What follows belongs to an exercise in optimizing a design on an open flow for small area, a short achievable clock period and few clock cycles per item; a production flow would make more cautious choices. The RTL was checked by simulation tests, not by an equivalence proof against the original design.

== the baseline ==
==> flow/design.v (excerpt) <==
module aes_round_unit (
    input  wire         clk,
    input  wire         rst,         
    input  wire         in_valid,
    output wire         in_ready,
    input  wire [1:0]   in_ksize,    
    input  wire [255:0] in_key,      
    input  wire [127:0] in_block,
    output wire         out_valid,
    input  wire         out_ready,
    output wire [127:0] out_block
);
Settings: LEC_CHECK=0, CAP_MARGIN=20, CORE_MARGIN=2, CORE_UTILIZATION=35, PLACE_DENSITY=0.45, SLEW_MARGIN=20; clock period 12.0 ns.
standard.sh (not shown) runs the stock make flow with config.mk's settings and CLKGATE_MAP_FILE= SYNTH_SCRIPT=/design/flow/synth_recipe.tcl, a recipe that flattens the netlist after the stock synthesis.
==> flow/flow/run.sh <==
#!/bin/bash
set -euo pipefail
MARGIN=7.5
here=$(pwd)
rm -rf "$here/scripts"
cp -r "$FLOW_HOME/scripts" "$here/scripts"
cp "$here/flow/abc.script" "$here/scripts/abc_area.script"
BUFFER_PORTS_ARGS="-buffer_cell sky130_fd_sc_hd__buf_4" bash standard.sh ABC_AREA=1 SCRIPTS_DIR="$here/scripts" SETUP_SLACK_MARGIN=$MARGIN finish > standard_flow.log 2>&1
==> flow/flow/abc.script <==
strash
dc2
&get -n
&dch -f
&nf -R 1000
&put
topo
stime -c
buffer -c
upsize -c
dnsize -c
Testbench counts of the baseline, summed over its fixed seeds: cycles 14,936, items 1,224.
Modified inputs, the candidate compared to the baseline
-- flow/flow/run.sh --
<<< the baseline, line 3
MARGIN=7.5
>>> the candidate, line 3
MARGIN=8
==> notes.md <==
Minimum period implied by the final worst setup slack: higher on the baseline
On number of vias per cell, the baseline tracks the candidate almost exactly.

* * *

== run A ==
Starting RTL as in the previous note.
Settings: LEC_CHECK=0, CAP_MARGIN=20, CORE_MARGIN=2, CORE_UTILIZATION=35, PLACE_DENSITY=0.45, SLEW_MARGIN=20; clock period 12.0 ns.
==> flow/flow/run.sh <==
#!/bin/bash
set -euo pipefail
MARGIN=7.5
here=$(pwd)
rm -rf "$here/scripts"
cp -r "$FLOW_HOME/scripts" "$here/scripts"
cp "$here/flow/abc.script" "$here/scripts/abc_area.script"
bash standard.sh ABC_AREA=1 SCRIPTS_DIR="$here/scripts" SETUP_SLACK_MARGIN=$MARGIN finish > standard_flow.log 2>&1
Scripts as last shown in full above: flow/flow/abc.script
Testbench counts of run A, summed over its fixed seeds: cycles 14,936, items 1,224.
Inputs modified between run A and run B:
==> flow/flow/run.sh <==
#!/bin/bash
set -euo pipefail
MARGIN=7.75
here=$(pwd)
rm -rf "$here/scripts"
cp -r "$FLOW_HOME/scripts" "$here/scripts"
cp "$here/flow/abc.script" "$here/scripts/abc_area.script"
BUFFER_PORTS_ARGS="-buffer_cell sky130_fd_sc_hd__buf_4" bash standard.sh ABC_AREA=1 SCRIPTS_DIR="$here/scripts" SETUP_SLACK_MARGIN=$MARGIN finish > standard_flow.log 2>&1
==> notes.md <==
[run B] final worst-path cycle share fell 0.99 points relative to run A
Of run A and run B, run B shows the lower clock buffer and inverter area fraction after layout, with run A above it.
First-pass iteration count of the detailed router: run B vs run A down 2
Diff run A -> run B: global routing met3 resource utilization closely matched the old numbers; quantity of gates resized following cts rose by 220.
diff inputs: run B => run C
==> flow/flow/run.sh <==
#!/bin/bash
set -euo pipefail
MARGIN=7
here=$(pwd)
rm -rf "$here/scripts"
cp -r "$FLOW_HOME/scripts" "$here/scripts"
cp "$here/flow/abc.script" "$here/scripts/abc_area.script"
bash standard.sh ABC_AREA=1 SCRIPTS_DIR="$here/scripts" SETUP_SLACK_MARGIN=$MARGIN finish > standard_flow.log 2>&1
Findings:
Run C vs. run B: clock buffer count from CTS now sits lower, fraction of standard cell area that is sequential now sits higher, post-placement cell area now sits higher, portion of the clock cycle consumed by the worst path in the final layout now sits higher, insertion delay to the later sink of the worst-skew pair now sits higher. Utilization of the core after routing (higher): run B. Delta (run C minus run B): relative area change from synthesis to final layout moved down. Looking at startpoint of the most critical setup path, the p_k192$_DFF_P_ result is from run C; the pkd[14]$_DFF_P_ one comes from run B. Cmp run C vs run B: area occupied by registers lower in run C.
The inputs of run D differ from those of run C as listed below.
==> flow/flow/run.sh <==
#!/bin/bash
set -euo pipefail
MARGIN=7.5
here=$(pwd)
rm -rf "$here/scripts"
cp -r "$FLOW_HOME/scripts" "$here/scripts"
cp "$here/flow/abc.script" "$here/scripts/abc_area.script"
bash standard.sh ABC_AREA=1 SCRIPTS_DIR="$here/scripts" SETUP_SLACK_MARGIN=$MARGIN MATCH_CELL_FOOTPRINT=0 finish > standard_flow.log 2>&1
### Flow results
- Taking run C as the reference, in run D total vias in the final route grew by about 0.9%; non-filler instance count after layout grew by 84; sequential fraction of the synthesis area held steady; maximum fanout count along the critical path shrank by 91.
- Total of clock buffers placed in the layout, run C and run D: higher on run C
- Cmp run D vs run C: sequential share of layout area lower in run D
- Side by side, global-route wire length before repair turned out higher in run D than in run C.
- In the metrics for run C and run D, the one carrying the higher post-synthesis to final-layout area growth is run D.

re-timing with driven ports:
The results above use ideal ports. As a check the final layouts listed here were re-extracted and re-timed, cells and wires unchanged. Step 1, drivers: a clkbuf_16 drives clk and a buf_2 each remaining input, both assumed. Step 2 times the ports against the registers' clock, not the clock port: input delays grow and output delays shrink by t, the midpoint of the rising clock arrivals with the driver on. Slacks: ideal / step 1 / step 2; pairs: ideal / step 1.
run	shift t [ns]	setup WS [ns]	worst data-port slew with drivers (ns)
the baseline	0.887	7.549 / 7.549 / 6.712	0.16
the candidate	0.886	7.911 / 7.847 / 7.029	0.16
run A	0.909	7.528 / 7.432 / 6.791	0.11
run B	0.887	7.647 / 7.647 / 6.888	0.15
run C	0.905	6.781 / 6.781 / 6.442	0.11
run D	0.901	7.464 / 7.464 / 6.763	0.10
After both steps setup and hold are still met in every run listed. For the candidate, which loses most, drivers alone change the setup slack by -0.064 ns; drivers and shift together by -0.882 ns.
